Context: an optimization exercise on an open-source flow, tuned for small area. The choices shown serve that exercise and are no tape-out recipe.
In this exercise RTL edits were held to simulation tests only and were not proved equivalent to the original.

## flow/design.v (module list and top-level ports; edited modules follow where they fit)
// module al864_ustep_table: 1774 lines
// module al864_ustep_engine: 2137 lines
// module al864_ustep_window: 32 lines
// module al864_csa_fa: 10 lines
// module al864_csa_ha: 9 lines
module al864_ustep_engine (
    input  wire        clk,
    input  wire        rst,                
    input  wire        in_valid,
    input  wire [35:0] in_pos,             
    input  wire [47:0] in_vel,             
    input  wire [12:0] in_per,             
    input  wire        in_lead,            
    input  wire [11:0] in_eofs,            
    input  wire [7:0]  in_scale_ax,        
    input  wire [7:0]  in_scale_glob,      
    input  wire [7:0]  in_scale_derate,    
    input  wire [5:0]  in_hyst,            
    output reg         out_valid,
    output wire [11:0] out_eidx,           
    output wire [9:0]  out_a_upper,
    output wire [9:0]  out_a_lower,
    output wire        out_a_neg,          
    output wire        out_a_zero,         
    output wire        out_a_clamp,        
    output wire [9:0]  out_b_upper,
    output wire [9:0]  out_b_lower,
    output wire        out_b_neg,
    output wire        out_b_zero,
    output wire        out_b_clamp
);
  // ...
==> flow/flow/run.sh <==
#!/bin/bash
# Standard layout, with the smallest buffer cell for the port buffers.
set -e

echo 'export BUFFER_PORTS_ARGS = -buffer_cell sky130_fd_sc_hd__buf_1' >> config.mk
bash standard.sh > standard.log 2>&1
==> flow/standard.sh <==
#!/bin/bash
# synth_recipe.tcl (not shown) runs the flow's synth.tcl, then flattens the netlist and writes it again
# the make line also repeats each setting of config.mk as NAME=value (left out here)
make -C /OpenROAD-flow-scripts/flow DESIGN_CONFIG=/design/flow/config.mk WORK_HOME=/design/flow/orfs CLKGATE_MAP_FILE= SYNTH_SCRIPT=/design/flow/synth_recipe.tcl "${@:-finish}"
==> flow/config.mk <==
export PLATFORM = sky130hd
export DESIGN_NAME = al864_ustep_engine
export DESIGN_NICKNAME = al864_ustep_engine
export VERILOG_FILES = /design/flow/design.v
export SDC_FILE = /design/flow/constraint.sdc
export NUM_CORES = 4
export LEC_CHECK = 0
export ABC_AREA = 1
export CAP_MARGIN = 20
export CORE_MARGIN = 2
export CORE_UTILIZATION = 35
export SLEW_MARGIN = 20
export SYNTH_MEMORY_MAX_BITS = 32768
export BUFFER_PORTS_ARGS = -buffer_cell sky130_fd_sc_hd__buf_1
==> flow/constraint.sdc <==
create_clock -name core_clock -period 20.0 [get_ports {clk}]
set_input_delay 4.0000 -clock core_clock [delete_from_list [all_inputs] [get_ports {clk}]]
set_output_delay 4.0000 -clock core_clock [all_outputs]
set_load 0.01 [all_outputs]
==> summary.md, run 1 <==
The largest area contributor in the synthesized netlist was sky130_fd_sc_hd__fa_1. The effective utilization at floorplan came out at 0.355. The number of global-route vias before repair came out at 29000. The fraction of synthesized cell area taken by the top area cell type is 0.309.

The routed design uses 12300 um of met3 wire. The worst hold margin is 3770 ps.

The dominant synthesized flop cell is sky130_fd_sc_hd__dfxtp_1. In this run the worst path has a maximum fanout of 14. The final-layout clock-cell area share works out to 0.00554. For this design, the CTS-stage hold fixing added 0 buffers. The multi-input logic area came out at 24400 um^2. Among all stages on the critical path, the largest delay is contributed by sky130_fd_sc_hd__dfxtp_1. After synthesis, the most frequently instantiated cells are sky130_fd_sc_hd__nand2_1 (663), sky130_fd_sc_hd__inv_1 (632), sky130_fd_sc_hd__fa_1 (443). Main combinational cell family by area after synthesis: adder cells. The fraction of synthesized area in multiplexers is 0, and the utilization after layout is 0.375. In this run the clock root is driven by a sky130_fd_sc_hd__clkbuf_16. The tools report the floorplan die area as 84200 um^2.

The initial antenna violation count was 2; the async set-or-reset flop fraction in the synthesized netlist was 0. The library cell used most frequently in the layout, excluding fill and tap cells, is sky130_fd_sc_hd__nand2_1. The synthesized-area fraction occupied by ao, oa, aoi and oai cells is 0.194.

Source of the worst hold timing path: in_hyst[4]. After synthesis, the mean cell area works out to 7.19 um^2. After global routing the overflow that remains totals 0. The path with the worst hold slack has its endpoint at e_hyst[4]. The post-cts sizing count is 0.

The xor/xnor cell area share of the yosys netlist is 0.0963. After synthesis, the cell types taking the most area are sky130_fd_sc_hd__fa_1 (31%), sky130_fd_sc_hd__xor2_1 (8.8%), sky130_fd_sc_hd__nand2_1 (8.7%), sky130_fd_sc_hd__o22ai_1 (8.6%), sky130_fd_sc_hd__inv_1 (8.3%). Entering global routing, the biggest net connects 65 pins. The run finished with no timing, DRC or antenna violations. Multi-input combinational area share: 0.805.

The tools report the final cell count without fillers as 5069. In this run the worst setup path terminates at out_a_lower[8]. In this design, the stage delay of the slowest critical-path cell is 630 ps.
==> inputs of run 2 (changes only) <==
==> flow/flow/run.sh (replaced) <==
#!/bin/bash
# Layout flow: the standard flow, with two changes.
# 1. The combinational logic of the standard synthesis netlist is re-mapped by ABC
#    with an area-oriented script (flow/remap.sh); flip-flops (same names and cells),
#    full/half adders and tie cells are kept.
# 2. The port buffers use the smallest buffer cell (buf_1).
set -e
SIDES=1
echo 'export BUFFER_PORTS_ARGS = -buffer_cell sky130_fd_sc_hd__buf_1' >> config.mk
bash standard.sh synth > standard_synth.log 2>&1
R=orfs/results/sky130hd/al864_ustep_engine/base
cp $R/1_2_yosys.v $R/1_2_yosys_standard.v
bash flow/remap.sh $R/1_2_yosys_standard.v $R/1_2_yosys.v $SIDES > remap.log 2>&1
rm -f $R/1_synth.odb $R/1_synth.sdc
bash standard.sh > standard.log 2>&1
==> flow/flow/dontuse.txt (new file) <==
-dont_use sky130_fd_sc_hd__lpflow_bleeder_1 -dont_use sky130_fd_sc_hd__lpflow_clkbufkapwr_1 -dont_use sky130_fd_sc_hd__lpflow_clkbufkapwr_16 -dont_use sky130_fd_sc_hd__lpflow_clkbufkapwr_2 -dont_use sky130_fd_sc_hd__lpflow_clkbufkapwr_4 -dont_use sky130_fd_sc_hd__lpflow_clkbufkapwr_8 -dont_use sky130_fd_sc_hd__lpflow_clkinvkapwr_1 -dont_use sky130_fd_sc_hd__lpflow_clkinvkapwr_16 -dont_use sky130_fd_sc_hd__lpflow_clkinvkapwr_2 -dont_use sky130_fd_sc_hd__lpflow_clkinvkapwr_4 -dont_use sky130_fd_sc_hd__lpflow_clkinvkapwr_8 -dont_use sky130_fd_sc_hd__lpflow_decapkapwr_12 -dont_use sky130_fd_sc_hd__lpflow_decapkapwr_3 -dont_use sky130_fd_sc_hd__lpflow_decapkapwr_4 -dont_use sky130_fd_sc_hd__lpflow_decapkapwr_6 -dont_use sky130_fd_sc_hd__lpflow_decapkapwr_8 -dont_use sky130_fd_sc_hd__lpflow_inputiso0n_1 -dont_use sky130_fd_sc_hd__lpflow_inputiso0p_1 -dont_use sky130_fd_sc_hd__lpflow_inputiso1n_1 -dont_use sky130_fd_sc_hd__lpflow_inputiso1p_1 -dont_use sky130_fd_sc_hd__lpflow_inputisolatch_1 -dont_use sky130_fd_sc_hd__lpflow_isobufsrc_1 -dont_use sky130_fd_sc_hd__lpflow_isobufsrc_16 -dont_use sky130_fd_sc_hd__lpflow_isobufsrc_2 -dont_use sky130_fd_sc_hd__lpflow_isobufsrc_4 -dont_use sky130_fd_sc_hd__lpflow_isobufsrc_8 -dont_use sky130_fd_sc_hd__lpflow_isobufsrckapwr_16 -dont_use sky130_fd_sc_hd__lpflow_lsbuf_lh_hl_isowell_tap_1 -dont_use sky130_fd_sc_hd__lpflow_lsbuf_lh_hl_isowell_tap_2 -dont_use sky130_fd_sc_hd__lpflow_lsbuf_lh_hl_isowell_tap_4 -dont_use sky130_fd_sc_hd__lpflow_lsbuf_lh_isowell_4 -dont_use sky130_fd_sc_hd__lpflow_lsbuf_lh_isowell_tap_1 -dont_use sky130_fd_sc_hd__lpflow_lsbuf_lh_isowell_tap_2 -dont_use sky130_fd_sc_hd__lpflow_lsbuf_lh_isowell_tap_4 -dont_use sky130_fd_sc_hd__probe_p_8 -dont_use sky130_fd_sc_hd__probec_p_8 
==> flow/flow/partition.py (new file) <==
# Usage: partition.py netlist.v SIDE > cells.txt
# SIDE 1: lists the combinational cells that are NOT in the fan-in cone of the
# flip-flop D pins (to keep them when re-mapping side 1, the logic feeding the
# flip-flops). SIDE 2: lists the cells that ARE in that cone (to keep them when
# re-mapping side 2, the logic from the flip-flops to the outputs).
import re, sys, collections
txt = open(sys.argv[1]).read()
cells = re.findall(r'(sky130_fd_sc_hd__\w+)\s+(\\?\S+)\s*\((.*?)\);', txt, re.S)
outs = {'Y', 'X', 'SUM', 'COUT', 'Q', 'HI', 'LO', 'Q_N'}
drv = {}
ins = {}
for typ, name, body in cells:
    pins = re.findall(r'\.(\w+)\(([^()]*(?:\([^()]*\))?[^()]*)\)', body)
    ins[name] = []
    for pin, net in pins:
        net = net.strip()
        if pin in outs:
            drv[net] = name
        else:
            ins[name].append((pin, net))
typ_of = {name: typ for typ, name, body in cells}
ffs = [n for n in typ_of if 'dfxtp' in typ_of[n]]
seen = set()
stack = []
for f in ffs:
    for pin, net in ins[f]:
        if pin == 'D':
            stack.append(net)
while stack:
    net = stack.pop()
    c = drv.get(net)
    if c is None or c in seen or 'dfxtp' in typ_of[c]:
        continue
    seen.add(c)
    for pin, n in ins[c]:
        stack.append(n)
side2 = sys.argv[2] == "2"
for n in typ_of:
    if 'dfxtp' in typ_of[n]:
        continue
    if (n in seen) == side2:
        print(n)
sys.stderr.write("stage1 %d cells, stage2 %d cells\n" % (len(seen), len(typ_of) - len(seen) - len(ffs)))
==> flow/flow/remap.script (new file) <==
strash
&get -n
&dch -f
&nf -R 1000
&put
topo
==> flow/flow/remap.sh (new file) <==
#!/bin/bash
# remap.sh IN.v OUT.v SIDES: re-map the combinational logic of the standard synthesis
# netlist IN.v with ABC (script remap.script, area-oriented) and write OUT.v.
# SIDES: "1" re-maps the logic that feeds the flip-flops, "2" the logic they feed,
# "12" both. Flip-flops, full and half adders and tie cells are kept as they are
# (same instances and names); only the other gates are re-mapped.
set -e
IN=$1; OUT=$2; SIDES=$3
HERE=$(cd $(dirname $0) && pwd)
LIB=/OpenROAD-flow-scripts/flow/platforms/sky130hd/lib/sky130_fd_sc_hd__tt_025C_1v80.lib
YOSYS=/OpenROAD-flow-scripts/tools/install/yosys/bin/yosys
DU=$(cat $HERE/dontuse.txt)
W=$(dirname $OUT)
python3 $HERE/partition.py $IN 1 > $W/remap_side1_cells.txt
python3 $HERE/partition.py $IN 2 > $W/remap_side2_cells.txt
{
  echo "read_liberty -ignore_miss_func $LIB"
  echo "read_verilog $IN"
  echo "hierarchy -top al864_ustep_engine"
  echo "setattr -mod -set keep_hierarchy 1 sky130_fd_sc_hd__fa_1 sky130_fd_sc_hd__ha_1 sky130_fd_sc_hd__dfxtp_1 sky130_fd_sc_hd__conb_1"
  # cells of the side that is not re-mapped stay as they are
  case $SIDES in
    1) awk '{printf "setattr -set keep_hierarchy 1 al864_ustep_engine/%s\n", $1}' $W/remap_side1_cells.txt ;;
    2) awk '{printf "setattr -set keep_hierarchy 1 al864_ustep_engine/%s\n", $1}' $W/remap_side2_cells.txt ;;
  esac
  echo "flatten"
  echo "opt_clean -purge"
  echo "abc -script $HERE/remap.script -liberty $LIB $DU"
  echo "splitnets"
  echo "opt_clean -purge"
  echo "hilomap -singleton -hicell sky130_fd_sc_hd__conb_1 HI -locell sky130_fd_sc_hd__conb_1 LO"
  echo "insbuf -buf sky130_fd_sc_hd__buf_4 A X"
  echo "tee -o $W/remap_stat.txt stat -liberty $LIB"
  echo "select al864_ustep_engine"
  echo "write_verilog -noattr -nohex -nodec -selected $OUT"
} > $W/remap.ys
$YOSYS -s $W/remap.ys
==> run 2 against run 1 <==
  * Still clean on timing, DRC and antenna
  * Count of clock-buffer cells in the layout unchanged
  * Synthesized area down 1.5%
  * Non-clock buffer count up 11
  * Sequential share of layout area about the same
  * Wire length up 1.3%
  * Via count down 2.0%
  * Worst hold slack worse by 16 ps
  * Maximum frequency up 2.6%
  * First-iteration DRC count down 6.5%
  * Die area down 1.4%
  * Critical endpoint is now out_b_lower[8]
  * Largest cell class unchanged
  * Highest routed layer unchanged
==> summary.md, run 2 <==
The run finished with no timing, DRC or antenna violations. Setup repair after global routing left no endpoint under its margin. The cell at the root of the clock tree was sky130_fd_sc_hd__clkbuf_16 (unchanged). The utilization after layout was 0.379 (was 0.375); the post-detailed-route DRC marker count was 0 (unchanged).

The run gives 3760 ps (was 3770 ps) as the worst hold margin. The multi-input logic area is 24800 um^2 (was 24400 um^2). The count of input and output buffers is 198 (unchanged). The tools report the data arrival at the endpoint of the critical path as 14020 ps (was 14490 ps). The cell depth of the worst hold path was 1 (unchanged).

The number of search-and-repair iterations in the first detailed-routing pass is 8 (was 7), and the post-synthesis to final-layout area growth is 7.58% (was 5.59%). The ratio of routed vias to standard cells works out to 5.90 (was 5.85). The register with the highest flop count is e_kfac (unchanged). Commonest non-fill, non-tap cells in the layout: sky130_fd_sc_hd__nand2_1 (601), sky130_fd_sc_hd__fa_1 (443), sky130_fd_sc_hd__inv_1 (318) (was sky130_fd_sc_hd__nand2_1 (660), sky130_fd_sc_hd__inv_1 (632), sky130_fd_sc_hd__fa_1 (443), sky130_fd_sc_hd__o22ai_1 (393), sky130_fd_sc_hd__xor2_1 (288)). The count of boundary I/O pins is 202 (unchanged).

The via total after detailed routing is 29100 (was 29700), and the cell area after layout is 30400 um^2 (was 30300 um^2). The average routed wire per standard cell was 22.8 um (was 21.9 um). Worst-case hold path end point: e_hyst[4] (unchanged). The number of instances in the synthesized netlist was 3723 (was 3989). The number of flip-flops in the largest register works out to 17 (unchanged). The class of the most critical setup path was reg -> out (unchanged). The logs give 0 (unchanged) for the total count of hold-check failures in the final report and 5 (unchanged) for the number of buffers created by CTS. The final critical path time including I/O delays and setup is 18020 ps (was 18490 ps), and the TritonCTS sink count is 36 (unchanged). For the total of endpoints with negative setup slack in the final report, the log shows 0 (unchanged). The tools report the number of levels the H-tree was split into as 2 (unchanged). The type of the most critical hold path is in -> reg (unchanged).

The HPWL after detailed placement was 86200 um (was 83600 um). The remaining global-route overflow is 0 (unchanged), and the slew at the pin closest to its max-slew limit is 1120 ps (was 1230 ps). Initial antenna violation count: 9 (was 2). Registers with the most flip-flops: e_kfac (17), e_idx (12), e_hyst (6) (unchanged). The number of global-route vias before repair is 28400 (was 29000).

For the count of warnings emitted by yosys, the log shows 1 (unchanged). The post-synth net total is 4439 (was 4705), and the overall die width is 288 um (was 290 um). The highest fanout seen on the critical path works out to 17 (was 14).

The tools report the number of maximum-capacitance violations as 0 (unchanged). The placed standard-cell area is 30200 um^2 (was 30100 um^2), and the count of hold-fix buffers inserted at cts is 0 (unchanged). The data required time of the worst path came out at 16000 ps (about the same). The worst slew margin relative to its limit is 0.247 (was 0.179), and the highest clock rate is 55.5 MHz (was 54.1 MHz). Critical path endpoint category: an output pin (unchanged).

Buffer count from post-CTS setup fixing: 0 (unchanged). The mean instance size in the synthesized netlist was 7.59 um^2 (was 7.19 um^2). The final cell count without fillers came out at 4923 (was 5069).

The post-cts sizing count is 0 (unchanged), and the number of nets in the layout is 4577 (was 4723). The final clock period utilization by the worst path came out at 0.901 (was 0.924). Post-placement cell count: 4913 (was 5060). The ratio of cells with drive above 1 in the final layout is 0.0549 (was 0.0501), and the max-slew violation count is 0 (unchanged). The maximum root-to-sink buffer count is 2 (unchanged). TritonCTS built the clock tree. The run gives 0.268 (was 0.257) as the total track usage.

Antenna violation net count after detailed routing: 0 (unchanged). The clock-pin slew on the worst setup and hold paths is 70 ps (was 60 ps), and the storage element area is 721 um^2 (unchanged). The tools report the wire length reported by the detailed router as 112000 um (was 111000 um). The total negative slack for setup checks came out at 0 ps (unchanged).

The tools report the placeable core region as 80200 um^2 (was 80800 um^2). The pin count of the biggest net entering global routing was 65 (unchanged); the floorplan die height was 288 um (was 290 um). The critical path's largest stage delay is 700 ps (was 630 ps), and the floorplan die area is 83000 um^2 (was 84200 um^2). The count of standard-cell rows was 104 (unchanged).

The tools report the number of fill cells as 8678 (was 8665). For the effective utilization at floorplan, the log shows 0.352 (was 0.355). The first-pass GRT wire length came out at 173000 um (was 172000 um). Source of the worst hold timing path: in_hyst[4] (unchanged). The critical-path cell with the highest stage delay was sky130_fd_sc_hd__nor2_1 (was sky130_fd_sc_hd__dfxtp_1).

The synthesized cell area came out at 28200 um^2 (was 28700 um^2). The most frequent cell on the critical path was sky130_fd_sc_hd__nand2_1 (unchanged). The startpoint kind of the worst setup timing path was a register (unchanged). Most common cell after layout, fill and taps aside: sky130_fd_sc_hd__nand2_1 (unchanged). The iteration-0 DRC count of the detailed router is 3388 (was 3625). The tools report the weighted congestion reported at the end of routability-driven placement as 1.05 (was 1.03).
==> run 2: metrics by stage <==
stage               setup slack, ps
global placement               2540
finish                         1980
global route                   1330
detailed placement             2470
CTS                            2190
floorplan                      2830
==> run 2: metal layers <==
layer  up-vias  part of all wire  track usage  routed length, um
met5         -            0.0010            0                115
met4        16             0.041       0.0996               4610
met3       298              0.10       0.0435              11200
met2      1698              0.45        0.422              50500
met1     14100              0.41        0.369              45900
li1      12900                 -            -                  -
==> run 2: worst max path at each step <==
stage / from / to / slack, ps / depth (start not counted)
finish: e_idx[9] / out_b_lower[8] / 1980 / 56
global route: e_idx[9] / out_a_upper[8] / 1330 / 60
CTS: e_idx[9] / out_a_upper[8] / 2190 / 60
detailed placement: e_idx[9] / out_a_upper[8] / 2470 / 60
global placement: e_idx[9] / out_a_lower[8] / 2540 / 55
floorplan: in_per[5] / e_idx[11] / 2830 / 45
==> run 2: layout make-up <==
| class | count | share of cell area |
|---|---|---|
| repair buffers | 264 | 0.0408 |
| inverters | 570 | 0.0705 |
| clock buffers | 5 | 0.00412 |
| well taps | 1060 | 0.0436 |
| multi-input cells | 2984 | 0.816 |
| clock inverters | 3 | 0.00140 |
| flip-flops and latches | 36 | 0.0237 |
| diodes | 1 | 0.0000824 |
==> run 2: critical path, delay by kind of cell, from the launching register on <==
family	cells	cell delay (ps)
compound gates	4	730
xor+xnor	2	330
fa+ha+maj	21	6670
buf+inv	6	1390
flops	1	370
simple gates	23	4130
==> inputs of run 3 (changes only) <==
--- a/flow/flow/run.sh
+++ b/flow/flow/run.sh
@@ -5,7 +5,7 @@
 #    full/half adders and tie cells are kept.
 # 2. The port buffers use the smallest buffer cell (buf_1).
 set -e
-SIDES=1
+SIDES=12
 echo 'export BUFFER_PORTS_ARGS = -buffer_cell sky130_fd_sc_hd__buf_1' >> config.mk
 bash standard.sh synth > standard_synth.log 2>&1
 R=orfs/results/sky130hd/al864_ustep_engine/base
==> run 3 against run 2 <==
  * Via count fell by 5.7%
  * Synthesized area shrank 7.7%
  * Sequential share of layout area rose by 0.078 points
  * Core utilization is 1.9 points higher
  * Maximum frequency shrank 4.9%
  * Final area decreased by 3.0%
  * Die area is 7.6% lower
  * Count of clock-buffer cells in the layout is the same
  * Setup slack worse by 930 ps
  * Largest cell class unchanged
==> summary.md, run 3 <==
The number of instances in the synthesized netlist is 2997 (was 3723), and the count of standard-cell rows is 100 (was 104). The run gives 1 (unchanged) as the count of warnings emitted by yosys. The type of the most critical hold path was in -> reg (unchanged). The slew at the pin closest to its max-slew limit was 1130 ps (was 1120 ps). For the met3 global-route usage, the log shows 0.0478 (was 0.0435).

The met2 track demand over resource in global routing is 0.424 (was 0.422), and the number of maximum-capacitance violations is 0 (unchanged). The run gives 0.245 (was 0.247) as the worst slew margin relative to its limit. The startpoint kind of the worst setup timing path was a register (unchanged). TritonCTS built the clock tree. The clock-pin slew on the worst setup and hold paths was 60 ps (was 70 ps). The cell at the root of the clock tree was sky130_fd_sc_hd__clkbuf_16 (unchanged).

The logs give 0.267 (was 0.268) for the total track usage and 0 (unchanged) for the post-cts sizing count. Registers with the most flip-flops: e_kfac (17), e_idx (12), e_hyst (6) (unchanged). For the antenna violation net count after detailed routing, the log shows 0 (unchanged). The most common cell after layout, fill and taps aside was sky130_fd_sc_hd__fa_1 (was sky130_fd_sc_hd__nand2_1). The final critical path time including I/O delays and setup came out at 18950 ps (was 18020 ps). The run gives 104000 um (was 112000 um) as the wire length reported by the detailed router.

The logs give 26100 um^2 (was 28200 um^2) for the synthesized cell area and 0.359 (was 0.369) for the met1 usage in global routing. The number of nets in the layout came out at 4065 (was 4577). The logs give 52.8 MHz (was 55.5 MHz) for the highest clock rate and 722 um^2 (was 721 um^2) for the storage element area.

Setup repair after global routing left no endpoint under its margin. The maximum root-to-sink buffer count came out at 2 (unchanged). The logs give 5 (unchanged) for the number of buffers created by CTS and 3689 (was 3388) for the iteration-0 DRC count of the detailed router. Class of the most critical setup path: reg -> out (unchanged). The mean instance size in the synthesized netlist was 8.69 um^2 (was 7.59 um^2); the placed standard-cell area was 29300 um^2 (was 30200 um^2). For the number of search-and-repair iterations in the first detailed-routing pass, the log shows 14 (was 8). For the number of global-route vias before repair, the log shows 27400 (was 28400). The logs give 36 (unchanged) for the TritonCTS sink count and 0 (unchanged) for the count of hold-fix buffers inserted at cts. The critical-path cell with the highest stage delay is sky130_fd_sc_hd__o41ai_1 (was sky130_fd_sc_hd__nor2_1). The data required time of the worst path was 16000 ps (about the same); the average routed wire per standard cell was 24.2 um (was 22.8 um). The most frequent cell on the critical path is sky130_fd_sc_hd__fa_1 (was sky130_fd_sc_hd__nand2_1).

The logs give 0.398 (was 0.379) for the utilization after layout and 0 (unchanged) for the total count of hold-check failures in the final report. The post-detailed-route DRC marker count came out at 0 (unchanged). The worst-case hold path end point was e_hyst[4] (unchanged). The post-synthesis to final-layout area growth is 13.1% (was 7.58%). The tools report the count of boundary I/O pins as 202 (unchanged). The remaining global-route overflow came out at 0 (unchanged). The tools report the total of endpoints with negative setup slack in the final report as 0 (unchanged). Critical path's largest stage delay: 840 ps (was 700 ps). For the number of diodes added for antenna fixing, the log shows 0 (was 1). For the multi-input logic area, the log shows 24100 um^2 (was 24800 um^2). Source of the worst hold timing path: in_hyst[4] (unchanged). The logs give 14950 ps (was 14020 ps) for the data arrival at the endpoint of the critical path and 1.04 (was 1.05) for the weighted congestion reported at the end of routability-driven placement. Effective utilization at floorplan: 0.352 (about the same). The register with the highest flop count is e_kfac (unchanged). Most utilized layer in the global route result: met2 (unchanged).

The logs give 4 (was 9) for the initial antenna violation count and 29500 um^2 (was 30400 um^2) for the cell area after layout. The buffer count from post-CTS setup fixing is 0 (unchanged), and the pin count of the biggest net entering global routing is 83 (was 65). Ratio of cells with drive above 1 in the final layout: 0.0594 (was 0.0549). The flow ran to the end and the layout has no timing, DRC or antenna violations.

The floorplan die area is 76600 um^2 (was 83000 um^2), and the floorplan die height is 277 um (was 288 um). The number of levels the H-tree was split into was 2 (unchanged); the first-pass GRT wire length was 163000 um (was 173000 um). The count of input and output buffers works out to 198 (unchanged). The max-slew violation count is 0 (unchanged), and the number of fill cells is 7687 (was 8678).

The number of flip-flops in the largest register works out to 17 (unchanged). The final clock period utilization by the worst path was 0.948 (was 0.901); the placeable core region was 74100 um^2 (was 80200 um^2). The HPWL after detailed placement was 74900 um (was 86200 um). The overall die width is 277 um (was 288 um). The highest fanout seen on the critical path came out at 17 (unchanged).

The run gives 27400 (was 29100) as the via total after detailed routing. The cell depth of the worst hold path was 1 (unchanged). The tools report the critical path endpoint category as an output pin (unchanged). The post-synth net total is 3713 (was 4439), and the total negative slack for setup checks is 0 ps (unchanged). The ratio of routed vias to standard cells was 6.35 (was 5.90). Commonest non-fill, non-tap cells in the layout: sky130_fd_sc_hd__fa_1 (443), sky130_fd_sc_hd__clkinv_1 (345), sky130_fd_sc_hd__xnor2_1 (249), sky130_fd_sc_hd__a22oi_1 (229), sky130_fd_sc_hd__a21oi_1 (217) (was sky130_fd_sc_hd__nand2_1 (601), sky130_fd_sc_hd__fa_1 (443), sky130_fd_sc_hd__inv_1 (318)).
[run 3: per-layer routing]
layer	up-vias	routed length (um)
met4	4	4940
met1	13300	41400
met3	377	11600
met2	1872	46400
met5	-	29
li1	11800	-
[run 3: worst max path at each step]
stage | endpoint | cells past startpoint | slack (ps) | startpoint
3_5_place_dp | out_b_lower[8] | 50 | 1800 | e_idx[9]
5_1_grt | out_b_lower[8] | 54 | 480 | e_idx[9]
4_1_cts | out_b_lower[8] | 50 | 1390 | e_idx[9]
3_3_place_gp | out_b_lower[8] | 54 | 1780 | e_idx[9]
6_report | out_b_lower[8] | 50 | 1050 | e_idx[9]
2_1_floorplan | out_b_lower[8] | 51 | 1030 | e_idx[9]
[run 3: worst max-delay path: cells and delay by family, from the launching register on]
kind            cells  cell delay (ps)
buf+inv             5              950
simple gates        6             1760
compound gates     14             3860
flops               1              370
fa+ha+maj          20             6650
mux                 1              350
xor+xnor            4              670
[run 3: layout make-up]
class / instances / share of cell area
multi-input cells: 2603 / 0.819
repair buffers: 357 / 0.0657
inverters: 346 / 0.0441
well taps: 969 / 0.0411
flip-flops and latches: 36 / 0.0245
clock buffers: 5 / 0.00425
clock inverters: 3 / 0.00157
[run 3: per-stage QoR]
stage / hold slack (ps) / std cells / worst slack, ps
6_report: 3790 / 4319 / 1050
5_1_grt: 3790 / 4319 / 477
3_5_place_dp: 4100 / 4311 / 1800
2_1_floorplan: 4030 / 2997 / 1030
3_3_place_gp: 4090 / 4311 / 1780
4_1_cts: 3790 / 4319 / 1390
==> inputs of run 4 (changes only) <==
==> flow/flow/run.sh (replaced) <==
#!/bin/bash
# Layout flow: the standard flow, with these changes.
# 1. After the standard synthesis, the netlist is rewritten:
#    - faflip.py runs some full adders on complemented signals (a full adder is
#      self-dual) to cancel inverters between full adders;
#    - remap.sh re-maps all combinational logic except full/half adders, flip-flops
#      and tie cells with an area-oriented ABC script; flip-flops keep their names
#      and cells;
#    - unbuf.py removes the buffers ABC leaves where logic reduced to a wire.
# 2. The port buffers use the smallest buffer cell (buf_1).
set -e
echo 'export BUFFER_PORTS_ARGS = -buffer_cell sky130_fd_sc_hd__buf_1' >> config.mk
bash standard.sh synth > standard_synth.log 2>&1
R=orfs/results/sky130hd/al864_ustep_engine/base
cp $R/1_2_yosys.v $R/1_2_yosys_standard.v
python3 flow/faflip.py $R/1_2_yosys_standard.v $R/1_2_yosys_faflip.v > faflip.log 2>&1
bash flow/remap.sh $R/1_2_yosys_faflip.v $R/1_2_yosys_remap.v 12 > remap.log 2>&1
python3 flow/unbuf.py $R/1_2_yosys_remap.v $R/1_2_yosys.v > unbuf.log 2>&1
rm -f $R/1_synth.odb $R/1_synth.sdc
bash standard.sh > standard.log 2>&1
==> flow/flow/faflip.py (new file) <==
# Usage: faflip.py IN.v OUT.v
# Full adders are self-dual: FA(~a, ~b, ~c) = (~s, ~co). This pass picks, for each
# sky130 fa_1 cell, whether to run it on complemented signals, so as to cancel
# inverters between full adders (and between full adders and flip-flops or ports).
# A flipped full adder gets an inverter on each input and each output; the
# following ABC re-mapping removes the inverter pairs this creates.
import re, sys, collections
src = open(sys.argv[1]).read()
cellre = re.compile(r'(sky130_fd_sc_hd__\w+)\s+(\\?\S+)\s*\((.*?)\);', re.S)
pinre = re.compile(r'\.(\w+)\(\s*([^()]*?)\s*\)')
OUTP = {'Y', 'X', 'SUM', 'COUT', 'Q', 'HI', 'LO'}
cells = []
for m in cellre.finditer(src):
    typ, name, body = m.groups()
    pins = dict(pinre.findall(body))
    cells.append((typ, name, pins, m.start(), m.end()))
drv = {}
loads = collections.defaultdict(list)
for idx, (typ, name, pins, s, e) in enumerate(cells):
    for p, n in pins.items():
        if p in OUTP:
            drv[n] = (idx, p)
        else:
            loads[n].append((idx, p))
isinv = lambda t: re.match(r'(clk)?inv_\d+$', t) is not None
isfa = lambda t: t == 'fa_1'
def source(net):
    """Follow inverters back: (root net, parity)."""
    par = 0
    seen = 0
    while net in drv and isinv(cells[drv[net][0]][0][len('sky130_fd_sc_hd__'):]) and seen < 10:
        net = cells[drv[net][0]][2]['A']
        par ^= 1
        seen += 1
    return net, par
fas = [i for i, c in enumerate(cells) if isfa(c[0][len('sky130_fd_sc_hd__'):])]
fa_of_net = {}
for i in fas:
    for p in ('SUM', 'COUT'):
        fa_of_net[cells[i][2][p]] = i
# edges: (i, j, parity, weight) between FAs; unary: (i, parity, weight)
FIXED_W = 1.0
LOGIC_W = 0.25    # other logic can usually absorb an inversion
pair = collections.defaultdict(float)
unary = collections.defaultdict(lambda: [0.0, 0.0])
def fixed_driver(net):
    if net not in drv:
        return True          # port
    t = cells[drv[net][0]][0][len('sky130_fd_sc_hd__'):]
    return t.startswith('dfxtp') or t.startswith('ha_') or t.startswith('conb')
for i in fas:
    for p in ('A', 'B', 'CIN'):
        root, par = source(cells[i][2][p])
        if root in fa_of_net:
            j = fa_of_net[root]
            pair[(i, j, par)] += 1.0
        else:
            w = FIXED_W if fixed_driver(root) else LOGIC_W
            # f=0 needs an inversion iff par, f=1 iff not par
            unary[i][1 - par] += w
for i in fas:
    for p in ('SUM', 'COUT'):
        net = cells[i][2][p]
        for (k, q) in loads[net]:
            t = cells[k][0][len('sky130_fd_sc_hd__'):]
            if isinv(t) or isfa(t):
                continue          # inverter chains are counted from the load side
            w = FIXED_W if (t.startswith('dfxtp') or t.startswith('ha_')) else LOGIC_W
            unary[i][1] += w      # flipped output needs an inverter
        # inverted copies of this output feeding non-FA loads
        for (k, q) in loads[net]:
            t = cells[k][0][len('sky130_fd_sc_hd__'):]
            if isinv(t):
                for (k2, q2) in loads[cells[k][2]['Y']]:
                    t2 = cells[k2][0][len('sky130_fd_sc_hd__'):]
                    if not isfa(t2) and not isinv(t2):
                        w = FIXED_W if (t2.startswith('dfxtp') or t2.startswith('ha_')) else LOGIC_W
                        unary[i][0] += w
# port outputs driven by FA (through inverters) are ignored (rare)
f = {i: 0 for i in fas}
nbr = collections.defaultdict(list)
for (i, j, par), w in pair.items():
    nbr[i].append((j, par, w))
    nbr[j].append((i, par, w))
def local_cost(i, fi):
    c = unary[i][fi]
    for j, par, w in nbr[i]:
        fj = fi if j == i else f[j]
        c += w * (par ^ fi ^ fj)
    return c
def total():
    c = sum(unary[i][f[i]] for i in fas)
    c += sum(w * (par ^ f[i] ^ f[j]) for (i, j, par), w in pair.items())
    return c
before = total()
changed = True
it = 0
while changed and it < 100:
    changed = False
    it += 1
    for i in fas:
        if local_cost(i, 1 - f[i]) < local_cost(i, f[i]) - 1e-9:
            f[i] = 1 - f[i]
            changed = True
after = total()
nflip = sum(f.values())
sys.stderr.write("faflip: %d full adders, %d flipped, cost %.1f -> %.1f\n" % (len(fas), nflip, before, after))
# rewrite
out = []
last = 0
extra = []
wires = []
k = 0
for idx, (typ, name, pins, s, e) in enumerate(cells):
    if idx in f and f[idx]:
        out.append(src[last:s])
        newpins = {}
        for p in ('A', 'B', 'CIN'):
            k += 1
            w = "faflip_n%d" % k
            wires.append(w)
            extra.append("  sky130_fd_sc_hd__inv_1 faflip_i%d (.A(%s), .Y(%s));" % (k, pins[p], w))
            newpins[p] = w
        for p in ('SUM', 'COUT'):
            k += 1
            w = "faflip_n%d" % k
            wires.append(w)
            extra.append("  sky130_fd_sc_hd__inv_1 faflip_i%d (.A(%s), .Y(%s));" % (k, w, pins[p]))
            newpins[p] = w
        out.append("%s %s (\n%s\n  );" % (typ, name, ",\n".join("    .%s(%s)" % (p, newpins[p]) for p in ('A', 'B', 'CIN', 'COUT', 'SUM'))))
        last = e + 1 if src[e:e+1] == ';' else e
        if src[last - 1] != ';':
            pass
    else:
        continue
out.append(src[last:])
res = "".join(out)
endm = res.rindex("endmodule")
res = res[:endm] + "".join("  wire %s;\n" % w for w in wires) + "\n".join(extra) + "\n" + res[endm:]
open(sys.argv[2], "w").write(res)
==> flow/flow/unbuf.py (new file) <==
# Usage: unbuf.py IN.v OUT.v
# Removes sky130 buf_* cells whose output is not a module port: their loads are
# connected to the buffer's input net instead. (ABC leaves such buffers where
# the re-mapped logic reduces to a wire between two kept cells.)
import re, sys
src = open(sys.argv[1]).read()
m = re.search(r'module\s+\w+\s*\((.*?)\);', src, re.S)
ports = set(p.strip() for p in m.group(1).split(','))
cellre = re.compile(r'\n\s*sky130_fd_sc_hd__buf_\d+\s+(\\?\S+)\s*\(\s*\.A\(\s*([^()]*?)\s*\)\s*,\s*\.X\(\s*([^()]*?)\s*\)\s*\);', re.S)
alias = {}
def base(n):
    return re.sub(r'\s*\[.*$', '', n)
out = []
last = 0
removed = 0
for mm in cellre.finditer(src):
    name, a, x = mm.groups()
    if base(x) in ports or base(x).lstrip('\\') in ports:
        continue
    alias[x] = a
    out.append(src[last:mm.start()])
    last = mm.end()
    removed += 1
out.append(src[last:])
res = "".join(out)
def resolve(n):
    seen = 0
    while n in alias and seen < 100:
        n = alias[n]
        seen += 1
    return n
pinre = re.compile(r'(\.\w+\()\s*([^()]*?)\s*(\))')
def esc(n):
    return n + ' ' if n.startswith('\\') else n
def fix(mm):
    n = mm.group(2)
    return mm.group(1) + esc(resolve(n)) + mm.group(3) if n in alias else mm.group(0)
res = pinre.sub(fix, res)
# assigns: "assign x = y;" right-hand sides
res = re.sub(r'(assign\s+[^=]+=\s*)([^;]+?)(\s*;)', lambda mm: mm.group(1) + (esc(resolve(mm.group(2).strip())) if mm.group(2).strip() in alias else mm.group(2)) + mm.group(3), res)
open(sys.argv[2], 'w').write(res)
sys.stderr.write("unbuf: removed %d buffers\n" % removed)
==> run 4 against run 3 <==
  * Sequential share of layout area up 0.067 points
  * Cell count fell by 4.5%
  * Worst hold slack worse by 10 ps
==> summary.md, run 4 <==
The flow ran to the end and the layout has no timing, DRC or antenna violations. The pin count of the biggest net entering global routing came out at 91 (was 83). TritonCTS built the clock tree. The max-slew violation count is 0 (unchanged). The first-pass GRT wire length came out at 157000 um (was 163000 um).

The startpoint kind of the worst setup timing path is a register (unchanged). The slew at the pin closest to its max-slew limit works out to 1130 ps (about the same). The critical-path cell with the highest stage delay is sky130_fd_sc_hd__nor2_1 (was sky130_fd_sc_hd__o41ai_1).

The highest fanout seen on the critical path came out at 16 (was 17). The count of input and output buffers was 198 (unchanged); the placeable core region was 71700 um^2 (was 74100 um^2). The tools report the critical path endpoint category as an output pin (unchanged). Startpoint of the worst setup timing path: e_idx[9] (unchanged). The ratio of routed vias to standard cells was 6.40 (was 6.35); the HPWL after detailed placement was 71900 um (was 74900 um). The total negative slack for setup checks was 0 ps (unchanged); the count of hold-fix buffers inserted at cts was 0 (unchanged). The critical path's largest stage delay works out to 620 ps (was 840 ps). The register with the highest flop count is e_kfac (unchanged).

The total of endpoints with negative setup slack in the final report came out at 0 (unchanged). Source of the worst hold timing path: in_hyst[2] (was in_hyst[4]). For the number of instances in the synthesized netlist, the log shows 2846 (was 2997). The run gives 74800 um^2 (was 76600 um^2) as the floorplan die area. Count of warnings emitted by yosys: 1 (unchanged).

The run gives 101000 um (was 104000 um) as the wire length reported by the detailed router. The number of nets in the layout is 3891 (was 4065), and the count of boundary I/O pins is 202 (unchanged). The data required time of the worst path is 16000 ps (about the same). The run gives 5 (unchanged) as the number of buffers created by CTS. For the antenna violation net count after detailed routing, the log shows 0 (unchanged). For the total track usage, the log shows 0.265 (was 0.267). The tools report the number of search-and-repair iterations in the first detailed-routing pass as 8 (was 14). The run gives 3562 (was 3713) as the post-synth net total. Registers with the most flip-flops: e_kfac (17), e_idx (12), e_hyst (6) (unchanged). The ratio of cells with drive above 1 in the final layout is 0.0560 (was 0.0594). The most common cell after layout, fill and taps aside was sky130_fd_sc_hd__fa_1 (unchanged).

The iteration-0 DRC count of the detailed router is 3847 (was 3689). The post-cts sizing count is 0 (unchanged). The tools report the buffer count from post-CTS setup fixing as 0 (unchanged). The tools report the TritonCTS sink count as 36 (unchanged). Number of global-route vias before repair: 26500 (was 27400). The most frequent cell on the critical path is sky130_fd_sc_hd__ha_1 (was sky130_fd_sc_hd__fa_1). The post-placement cell count was 4118 (was 4311). The highest clock rate was 52.9 MHz (was 52.8 MHz). The logs give 1.06 (was 1.04) for the weighted congestion reported at the end of routability-driven placement and 28700 um^2 (was 29500 um^2) for the cell area after layout. Type of the most critical hold path: in -> reg (unchanged).

The mean instance size in the synthesized netlist works out to 8.94 um^2 (was 8.69 um^2). The average routed wire per standard cell was 24.5 um (was 24.2 um); the number of maximum-capacitance violations was 0 (unchanged). The total count of hold-check failures in the final report was 0 (unchanged). The run gives 0 (was 4) as the initial antenna violation count. Final clock period utilization by the worst path: 0.946 (was 0.948).

The tools report the final cell count without fillers as 4126 (was 4319). Setup repair after global routing left no endpoint under its margin. The post-detailed-route DRC marker count is 0 (unchanged).

The class of the most critical setup path was reg -> out (unchanged). The count of standard-cell rows is 98 (was 100), and the maximum root-to-sink buffer count is 2 (unchanged). The logs give 0.242 (was 0.245) for the worst slew margin relative to its limit and 3780 ps (was 3790 ps) for the worst hold margin. Commonest non-fill, non-tap cells in the layout: sky130_fd_sc_hd__fa_1 (443), sky130_fd_sc_hd__a22oi_1 (254), sky130_fd_sc_hd__xnor2_1 (240), sky130_fd_sc_hd__a21oi_1 (210), sky130_fd_sc_hd__buf_1 (198) (was sky130_fd_sc_hd__fa_1 (443), sky130_fd_sc_hd__clkinv_1 (345), sky130_fd_sc_hd__xnor2_1 (249), sky130_fd_sc_hd__a22oi_1 (229), sky130_fd_sc_hd__a21oi_1 (217)). The floorplan die height is 274 um (was 277 um). The placed standard-cell area is 28500 um^2 (was 29300 um^2).

The number of levels the H-tree was split into was 2 (unchanged); the number of flip-flops in the largest register was 17 (unchanged). The synthesized cell area was 25400 um^2 (was 26100 um^2); the clock-pin slew on the worst setup and hold paths was 80 ps (was 60 ps). The effective utilization at floorplan came out at 0.355 (was 0.352). The tools report the cell at the root of the clock tree as sky130_fd_sc_hd__clkbuf_16 (unchanged). Overall die width: 274 um (was 277 um). The number of diodes added for antenna fixing was 0 (unchanged); the via total after detailed routing was 26400 (was 27400). The data arrival at the endpoint of the critical path is 14910 ps (was 14950 ps). The post-synthesis to final-layout area growth works out to 12.8% (was 13.1%). For the remaining global-route overflow, the log shows 0 (unchanged). The final critical path time including I/O delays and setup is 18910 ps (was 18950 ps).
run 4: layout make-up:
class	count	area, um^2
Tap cell	950	1190
Clock buffer	5	125
Fill cell	7386	43000
Inverter	180	676
Timing Repair Buffer	334	1790
Clock inverter	3	46.3
Multi-Input combinational cell	2618	24100
Sequential cell	36	722
run 4: critical path: cells and delay by family (launching register included):
family	cells	cell delay, ps
simple gates	8	2690
xor+xnor	3	470
flops	1	420
fa+ha+maj	21	6640
compound gates	12	2430
buf+inv	6	1530
mux	1	400
run 4: stage by stage:
| step | setup WS [ps] | util |
|---|---|---|
| CTS | 1200 | 0.400 |
| global placement | 1770 | 0.397 |
| detailed placement | 1630 | 0.397 |
| finish | 1090 | 0.400 |
| floorplan | 1020 | - |
| global route | 75.5 | 0.400 |
run 4: layer usage:
metal  vias to the layer above  global-route usage  wire, um
li1                      11500                   -         -
met1                     12900               0.359     40300
met2                      1729               0.417     45400
met3                       296              0.0525     11300
met4                         0              0.0972      3890
met5                         -                   0         0
run 4: worst paths after layout:
| check | endpoint | cells after the start |
|---|---|---|
| setup / recovery | out_b_lower[8] | 51 |
| hold / removal | e_hyst[2] | 1 |
==> inputs of run 5 (changes only) <==
--- a/flow/flow/run.sh
+++ b/flow/flow/run.sh
@@ -3,7 +3,7 @@
 # 1. After the standard synthesis, the netlist is rewritten:
 #    - faflip.py runs some full adders on complemented signals (a full adder is
 #      self-dual) to cancel inverters between full adders;
-#    - remap.sh re-maps all combinational logic except full/half adders, flip-flops
+#    - remap.sh re-maps all combinational logic except full adders, flip-flops
 #      and tie cells with an area-oriented ABC script; flip-flops keep their names
 #      and cells;
 #    - unbuf.py removes the buffers ABC leaves where logic reduced to a wire.
--- a/flow/flow/faflip.py
+++ b/flow/flow/faflip.py
@@ -1,4 +1,5 @@
 # Usage: faflip.py IN.v OUT.v
+# (Half adders are re-mapped as plain logic afterwards, so they count as logic.)
 # Full adders are self-dual: FA(~a, ~b, ~c) = (~s, ~co). This pass picks, for each
 # sky130 fa_1 cell, whether to run it on complemented signals, so as to cancel
 # inverters between full adders (and between full adders and flip-flops or ports).
@@ -47,7 +48,7 @@
     if net not in drv:
         return True          # port
     t = cells[drv[net][0]][0][len('sky130_fd_sc_hd__'):]
-    return t.startswith('dfxtp') or t.startswith('ha_') or t.startswith('conb')
+    return t.startswith('dfxtp') or t.startswith('conb')
 for i in fas:
     for p in ('A', 'B', 'CIN'):
         root, par = source(cells[i][2][p])
@@ -65,7 +66,7 @@
             t = cells[k][0][len('sky130_fd_sc_hd__'):]
             if isinv(t) or isfa(t):
                 continue          # inverter chains are counted from the load side
-            w = FIXED_W if (t.startswith('dfxtp') or t.startswith('ha_')) else LOGIC_W
+            w = FIXED_W if t.startswith('dfxtp') else LOGIC_W
             unary[i][1] += w      # flipped output needs an inverter
         # inverted copies of this output feeding non-FA loads
         for (k, q) in loads[net]:
@@ -74,7 +75,7 @@
                 for (k2, q2) in loads[cells[k][2]['Y']]:
                     t2 = cells[k2][0][len('sky130_fd_sc_hd__'):]
                     if not isfa(t2) and not isinv(t2):
-                        w = FIXED_W if (t2.startswith('dfxtp') or t2.startswith('ha_')) else LOGIC_W
+                        w = FIXED_W if t2.startswith('dfxtp') else LOGIC_W
                         unary[i][0] += w
 # port outputs driven by FA (through inverters) are ignored (rare)
 f = {i: 0 for i in fas}
--- a/flow/flow/remap.sh
+++ b/flow/flow/remap.sh
@@ -2,8 +2,8 @@
 # remap.sh IN.v OUT.v SIDES: re-map the combinational logic of the standard synthesis
 # netlist IN.v with ABC (script remap.script, area-oriented) and write OUT.v.
 # SIDES: "1" re-maps the logic that feeds the flip-flops, "2" the logic they feed,
-# "12" both. Flip-flops, full and half adders and tie cells are kept as they are
-# (same instances and names); only the other gates are re-mapped.
+# "12" both. Flip-flops, full adders and tie cells are kept as they are
+# (same instances and names); half adders and all other gates are re-mapped.
 set -e
 IN=$1; OUT=$2; SIDES=$3
 HERE=$(cd $(dirname $0) && pwd)
@@ -17,7 +17,7 @@
   echo "read_liberty -ignore_miss_func $LIB"
   echo "read_verilog $IN"
   echo "hierarchy -top al864_ustep_engine"
-  echo "setattr -mod -set keep_hierarchy 1 sky130_fd_sc_hd__fa_1 sky130_fd_sc_hd__ha_1 sky130_fd_sc_hd__dfxtp_1 sky130_fd_sc_hd__conb_1"
+  echo "setattr -mod -set keep_hierarchy 1 sky130_fd_sc_hd__fa_1 sky130_fd_sc_hd__dfxtp_1 sky130_fd_sc_hd__conb_1"
   # cells of the side that is not re-mapped stay as they are
   case $SIDES in
     1) awk '{printf "setattr -set keep_hierarchy 1 al864_ustep_engine/%s\n", $1}' $W/remap_side1_cells.txt ;;
==> run 5 against run 4 <==
  * Still clean on timing, DRC and antenna
  * Synthesized cell count grew 1.4%
  * Cell count rose by 1.8%
  * Critical path depth shrank 1
  * Highest routed layer unchanged
==> summary.md, run 5 <==
The overall die width is 270 um (was 274 um). The post-synthesis to final-layout area growth works out to 14.6% (was 12.8%). The pin count of the biggest net entering global routing was 83 (was 91). Class of the most critical setup path: reg -> out (unchanged). The cell at the root of the clock tree was sky130_fd_sc_hd__clkbuf_16 (unchanged).

The highest fanout seen on the critical path is 16 (unchanged), and the length of routed wiring on met1 is 40500 um (was 40300 um). The tools report the number of search-and-repair iterations in the first detailed-routing pass as 10 (was 8). The tools report the wire length reported by the detailed router as 100000 um (was 101000 um). The post-cts sizing count is 0 (unchanged). The run gives 3790 ps (was 3780 ps) as the worst hold margin.

The run gives 0.214 (was 0.242) as the worst slew margin relative to its limit. The effective utilization at floorplan was 0.353 (was 0.355). The startpoint of the worst setup timing path was e_idx[1] (was e_idx[9]). The initial antenna violation count was 0 (unchanged); the number of levels the H-tree was split into was 2 (unchanged).

The most frequent cell on the critical path was sky130_fd_sc_hd__fa_1 (was sky130_fd_sc_hd__ha_1). The first-pass GRT wire length was 158000 um (was 157000 um); the average routed wire per standard cell was 23.9 um (was 24.5 um). The critical path's largest stage delay came out at 650 ps (was 620 ps). Via total after detailed routing: 26900 (was 26400). For the data arrival at the endpoint of the critical path, the log shows 14020 ps (was 14910 ps). The final critical path time including I/O delays and setup is 18020 ps (was 18910 ps), and the remaining global-route overflow is 0 (unchanged).

The total of endpoints with negative setup slack in the final report was 0 (unchanged). The type of the most critical hold path was in -> reg (unchanged). The tools report the iteration-0 DRC count of the detailed router as 3979 (was 3847). The number of flip-flops in the largest register was 17 (unchanged); the data required time of the worst path was 16000 ps (about the same). The tools report the number of buffers created by CTS as 5 (unchanged). Synthesized cell area: 24700 um^2 (was 25400 um^2). For the antenna violation net count after detailed routing, the log shows 0 (unchanged). The register with the highest flop count is e_kfac (unchanged). Total negative slack for setup checks: 0 ps (unchanged). The slew at the pin closest to its max-slew limit came out at 1170 ps (was 1130 ps). The count of hold-fix buffers inserted at cts was 0 (unchanged). The weighted congestion reported at the end of routability-driven placement is 1.03 (was 1.06). The logs give 1 (unchanged) for the count of warnings emitted by yosys and 44500 um (was 45400 um) for the wire length on met2. The flow ran to the end and the layout has no timing, DRC or antenna violations. The ratio of cells with drive above 1 in the final layout is 0.0681 (was 0.0560). The count of boundary I/O pins is 202 (unchanged). The detailed-routed wire length on met3 is 11300 um (about the same).

The tools report the number of fill cells as 7323 (was 7386). Commonest non-fill, non-tap cells in the layout: sky130_fd_sc_hd__fa_1 (443), sky130_fd_sc_hd__nand2_1 (346), sky130_fd_sc_hd__xnor2_1 (287), sky130_fd_sc_hd__a22oi_1 (261), sky130_fd_sc_hd__a21oi_1 (204) (was sky130_fd_sc_hd__fa_1 (443), sky130_fd_sc_hd__a22oi_1 (254), sky130_fd_sc_hd__xnor2_1 (240), sky130_fd_sc_hd__a21oi_1 (210), sky130_fd_sc_hd__buf_1 (198)).

The floorplan die area was 72700 um^2 (was 74800 um^2). The post-detailed-route DRC marker count was 0 (unchanged); the multi-input logic area was 23700 um^2 (was 24100 um^2). The tools report the HPWL after detailed placement as 74200 um (was 71900 um). For the number of diodes added for antenna fixing, the log shows 0 (unchanged). TritonCTS built the clock tree. The tools report the source of the worst hold timing path as in_hyst[1] (was in_hyst[2]). The TritonCTS sink count was 36 (unchanged); the number of nets in the layout was 3844 (was 3891). The count of input and output buffers is 198 (unchanged). The total count of hold-check failures in the final report came out at 0 (unchanged). Ratio of routed vias to standard cells: 6.40 (about the same). The count of standard-cell rows was 97 (was 98).

The number of instances in the synthesized netlist was 2886 (was 2846); the final clock period utilization by the worst path was 0.901 (was 0.946). The number of global-route vias before repair is 26400 (was 26500). Setup repair after global routing left no endpoint under its margin. The number of buffers and inverters on the critical path is 7 (was 6), and the max-slew violation count is 0 (unchanged). The placeable core region is 69900 um^2 (was 71700 um^2). Critical path endpoint category: an output pin (unchanged).

The run gives 722 um^2 (unchanged) as the storage element area. Registers with the most flip-flops: e_kfac (17), e_idx (12), e_hyst (6) (unchanged). For the total track usage, the log shows 0.270 (was 0.265). The family with the most delay on the worst path is adder cells (unchanged). Mean instance size in the synthesized netlist: 8.56 um^2 (was 8.94 um^2).

Clock-pin slew on the worst setup and hold paths: 60 ps (was 80 ps). The most common cell after layout, fill and taps aside is sky130_fd_sc_hd__fa_1 (unchanged). The buffer count from post-CTS setup fixing was 0 (unchanged). The startpoint kind of the worst setup timing path is a register (unchanged). The critical-path cell with the highest stage delay is sky130_fd_sc_hd__xnor2_1 (was sky130_fd_sc_hd__nor2_1). The number of maximum-capacitance violations was 0 (unchanged); the highest clock rate was 55.5 MHz (was 52.9 MHz).

For the maximum root-to-sink buffer count, the log shows 2 (unchanged). The tools report the post-synth net total as 3472 (was 3562). The uppermost layer routed is met4 (unchanged). The floorplan die height is 270 um (was 274 um).
-- run 5: changes by cell type in the layout (fill, tap and decap cells not counted), moves of 29 or more --
cell                       change
sky130_fd_sc_hd__nand3_1      +29
sky130_fd_sc_hd__buf_4        +44
sky130_fd_sc_hd__nor2b_1      -34
sky130_fd_sc_hd__clkinv_1     -60
sky130_fd_sc_hd__nand2_1     +180
sky130_fd_sc_hd__xnor2_1      +47
sky130_fd_sc_hd__ha_1        -130
-- run 5: cell type report --
class | count | area share
clock inverters | 3 | 0.00150
repair buffers | 377 | 0.0742
inverters | 119 | 0.0158
flip-flops and latches | 36 | 0.0255
well taps | 940 | 0.0416
clock buffers | 5 | 0.00442
multi-input cells | 2719 | 0.837
-- run 5: per-layer routing --
metal,up-vias,track usage
met5,-,0
met4,0,0.0943
met3,298,0.0496
met2,1815,0.419
met1,13100,0.376
li1,11700,-
-- run 5: path summary, 6_finish.rpt --
kind	endpoint	slack, ps	cells after the start
hold / removal	e_hyst[1]	3790	1
setup / recovery	out_a_lower[8]	1980	50
-- run 5: per-stage QoR --
step | cell area (um^2) | setup slack, ps | cells | util
2_1_floorplan | 24700 | 1150 | 2886 | -
3_3_place_gp | 28100 | 2550 | 4191 | 0.402
3_5_place_dp | 28100 | 2530 | 4191 | 0.402
4_1_cts | 28300 | 2150 | 4199 | 0.405
5_1_grt | 28300 | 1220 | 4199 | 0.405
6_report | 28300 | 1980 | 4199 | 0.405
==> inputs of run 6 (changes only) <==
--- a/flow/config.mk
+++ b/flow/config.mk
@@ -8,7 +8,7 @@
 export ABC_AREA = 1
 export CAP_MARGIN = 20
 export CORE_MARGIN = 2
-export CORE_UTILIZATION = 35
+export CORE_UTILIZATION = 55
 export SLEW_MARGIN = 20
 export SYNTH_MEMORY_MAX_BITS = 32768
 export BUFFER_PORTS_ARGS = -buffer_cell sky130_fd_sc_hd__buf_1
==> run 6 against run 5 <==
  * Still clean on timing, DRC and antenna
  * Via count rose by 5.5%
  * Count of clock-buffer cells in the layout rose by 1
  * Die area fell by 36%
  * Sequential cell count unchanged
==> summary.md, run 6 <==
The count of input and output buffers came out at 198 (unchanged). Setup repair after global routing left no endpoint under its margin. The critical path's largest stage delay works out to 900 ps (was 650 ps). Commonest non-fill, non-tap cells in the layout: sky130_fd_sc_hd__fa_1 (443), sky130_fd_sc_hd__nand2_1 (346), sky130_fd_sc_hd__xnor2_1 (289), sky130_fd_sc_hd__a22oi_1 (261), sky130_fd_sc_hd__a21oi_1 (205) (was sky130_fd_sc_hd__fa_1 (443), sky130_fd_sc_hd__nand2_1 (346), sky130_fd_sc_hd__xnor2_1 (287), sky130_fd_sc_hd__a22oi_1 (261), sky130_fd_sc_hd__a21oi_1 (204)). Ratio of cells with drive above 1 in the final layout: 0.0566 (was 0.0681).

The class of the most critical setup path is reg -> out (unchanged). The buffer count from post-CTS setup fixing was 0 (unchanged); the synthesized cell area was 24700 um^2 (unchanged). Number of fill cells: 3951 (was 7323). The maximum root-to-sink buffer count was 2 (unchanged).

The tools report the antenna violation net count after detailed routing as 0 (unchanged). The run gives 14 (was 10) as the number of search-and-repair iterations in the first detailed-routing pass. The logs give 1 (unchanged) for the count of warnings emitted by yosys and 0 (unchanged) for the post-cts sizing count. The register with the highest flop count was e_kfac (unchanged).

The clock-pin slew on the worst setup and hold paths was 60 ps (about the same). Cell at the root of the clock tree: sky130_fd_sc_hd__clkbuf_16 (unchanged). The remaining global-route overflow was 0 (unchanged). Most common cell after layout, fill and taps aside: sky130_fd_sc_hd__fa_1 (unchanged). The type of the most critical hold path was in -> reg (unchanged). The worst hold margin is 3800 ps (was 3790 ps). The floorplan die area is 46600 um^2 (was 72700 um^2). The tools report the highest clock rate as 53.8 MHz (was 55.5 MHz). The tools report the count of hold-fix buffers inserted at cts as 0 (unchanged). The TritonCTS sink count is 36 (unchanged). HPWL after detailed placement: 74900 um (was 74200 um).

The data arrival at the endpoint of the critical path was 14580 ps (was 14020 ps). The startpoint kind of the worst setup timing path was a register (unchanged). The mean instance size in the synthesized netlist is 8.56 um^2 (unchanged). The critical path endpoint category was an output pin (unchanged). The logs give 5 (unchanged) for the number of buffers created by CTS and 1.02 (was 1.03) for the weighted congestion reported at the end of routability-driven placement.

The flow ran to the end and the layout has no timing, DRC or antenna violations. The tools report the effective utilization at floorplan as 0.557 (was 0.353). The wire length reported by the detailed router is 104000 um (was 100000 um), and the total count of hold-check failures in the final report is 0 (unchanged).

The number of global-route vias before repair is 28500 (was 26400), and the average routed wire per standard cell is 27.3 um (was 23.9 um). The ratio of routed vias to standard cells came out at 7.43 (was 6.40). For the count of boundary I/O pins, the log shows 202 (unchanged). The final critical path time including I/O delays and setup was 18580 ps (was 18020 ps).

Iteration-0 DRC count of the detailed router: 5738 (was 3979). The tools report the initial antenna violation count as 3 (was 0). The total track usage is 0.444 (was 0.270). The count of standard-cell rows is 77 (was 97). The tools report the number of instances in the synthesized netlist as 2886 (unchanged).

The post-detailed-route DRC marker count is 0 (unchanged). The tools report the max-slew violation count as 0 (unchanged). The number of nets in the layout came out at 3802 (was 3844). The tools report the source of the worst hold timing path as in_hyst[4] (was in_hyst[1]).

For the total of endpoints with negative setup slack in the final report, the log shows 0 (unchanged). The worst slew margin relative to its limit was 0.199 (was 0.214). The run gives 28300 (was 26900) as the via total after detailed routing.

Cell depth of the worst hold path: 1 (unchanged). The total negative slack for setup checks was 0 ps (unchanged); the post-synthesis to final-layout area growth was 11.5% (was 14.6%). The number of flip-flops in the largest register was 17 (unchanged). The run gives 0.621 (was 0.405) as the utilization after layout.

Registers with the most flip-flops: e_kfac (17), e_idx (12), e_hyst (6) (unchanged). Floorplan die height: 216 um (was 270 um). TritonCTS built the clock tree. The critical-path cell with the highest stage delay is sky130_fd_sc_hd__nor2_1 (was sky130_fd_sc_hd__xnor2_1).

The highest fanout seen on the critical path is 14 (was 16). The startpoint of the worst setup timing path was e_idx[2] (was e_idx[1]). The placeable core region was 44300 um^2 (was 69900 um^2); the pin count of the biggest net entering global routing was 83 (unchanged). The number of levels the H-tree was split into came out at 2 (unchanged).

The final clock period utilization by the worst path works out to 0.929 (was 0.901). The post-synth net total came out at 3472 (unchanged). The end point of the critical path is out_a_lower[8] (unchanged). The first-pass GRT wire length was 163000 um (was 158000 um); the slew at the pin closest to its max-slew limit was 1200 ps (was 1170 ps).

The overall die width is 216 um (was 270 um). The most frequent cell on the critical path is sky130_fd_sc_hd__fa_1 (unchanged). The number of maximum-capacitance violations is 0 (unchanged), and the data required time of the worst path is 16000 ps (about the same).
## run 6: worst max-delay path, delay by kind of cell, from the launching register on
family          cells  cell delay (ps)
compound gates     12             2760
xor+xnor            2              230
fa+ha+maj          11             4830
buf+inv             6             1170
flops               1              540
mux                 1              210
simple gates       17             4520
## run 6: worst min path at each step
| stage | slack [ps] | endpoint |
|---|---|---|
| global route | 3800 | e_hyst[4] |
| finish | 3800 | e_hyst[4] |
| floorplan | 4030 | e_hyst[0] |
| detailed placement | 4100 | e_hyst[4] |
| global placement | 4090 | e_hyst[5] |
| CTS | 3800 | e_hyst[4] |
## run 6: layout make-up
type                            instances  area, um^2  area share
Antenna cell                            2        5.00    0.000182
Clock buffer                            6         129     0.00468
Tap cell                              592         741      0.0269
Sequential cell                        36         722      0.0262
Multi-Input combinational cell       2719       23700       0.860
Timing Repair Buffer                  335        1790      0.0648
Clock inverter                          2        35.0     0.00127
Inverter                              119         447      0.0162
## run 6: per-layer routing
layer  global-route usage  up-vias  share of wire
li1                     -    11600              -
met1                0.588    13500           0.36
met2                0.680     2656           0.44
met3                0.121      603           0.15
met4                0.200        0          0.059
met5                    0        -              0
## run 6: stage by stage
step           cell area [um^2]  instances  setup WS, ps
3_3_place_gp              27300       3801          2350
2_1_floorplan             24700       2886          1150
6_report                  27500       3811          1420
4_1_cts                   27500       3809          1830
3_5_place_dp              27300       3801          2120
5_1_grt                   27500       3810           692

[re-timing with driven ports]
How much do the figures lean on ideal ports? The routed layouts below were timed once more, with nothing changed but the port constraints. Step 1, drivers: a clkbuf_16 drives clk and a buf_2 each remaining input, both assumed. Step 2 also shifts input and output timing later by t, the mid clock arrival at the registers, as if the neighbouring blocks saw the same clock. Three values: ideal, step 1, step 2; two values: the first two.
run	t (ns)	setup WS [ns]	worst setup path after step 2	worst data-port slew with drivers (ns)
run 1	0.364	1.512 / 1.468 / 1.833	register to output	0.09
run 2	0.374	1.978 / 1.930 / 2.305	register to output	0.09
run 3	0.340	1.048 / 1.002 / 1.341	register to output	0.07
run 4	0.350	1.087 / 1.048 / 1.398	register to output	0.06
run 5	0.353	1.977 / 1.921 / 2.274	register to output	0.05
run 6	0.325	1.424 / 1.381 / 1.705	register to output	0.08
After both steps setup and hold are still met in every run listed.
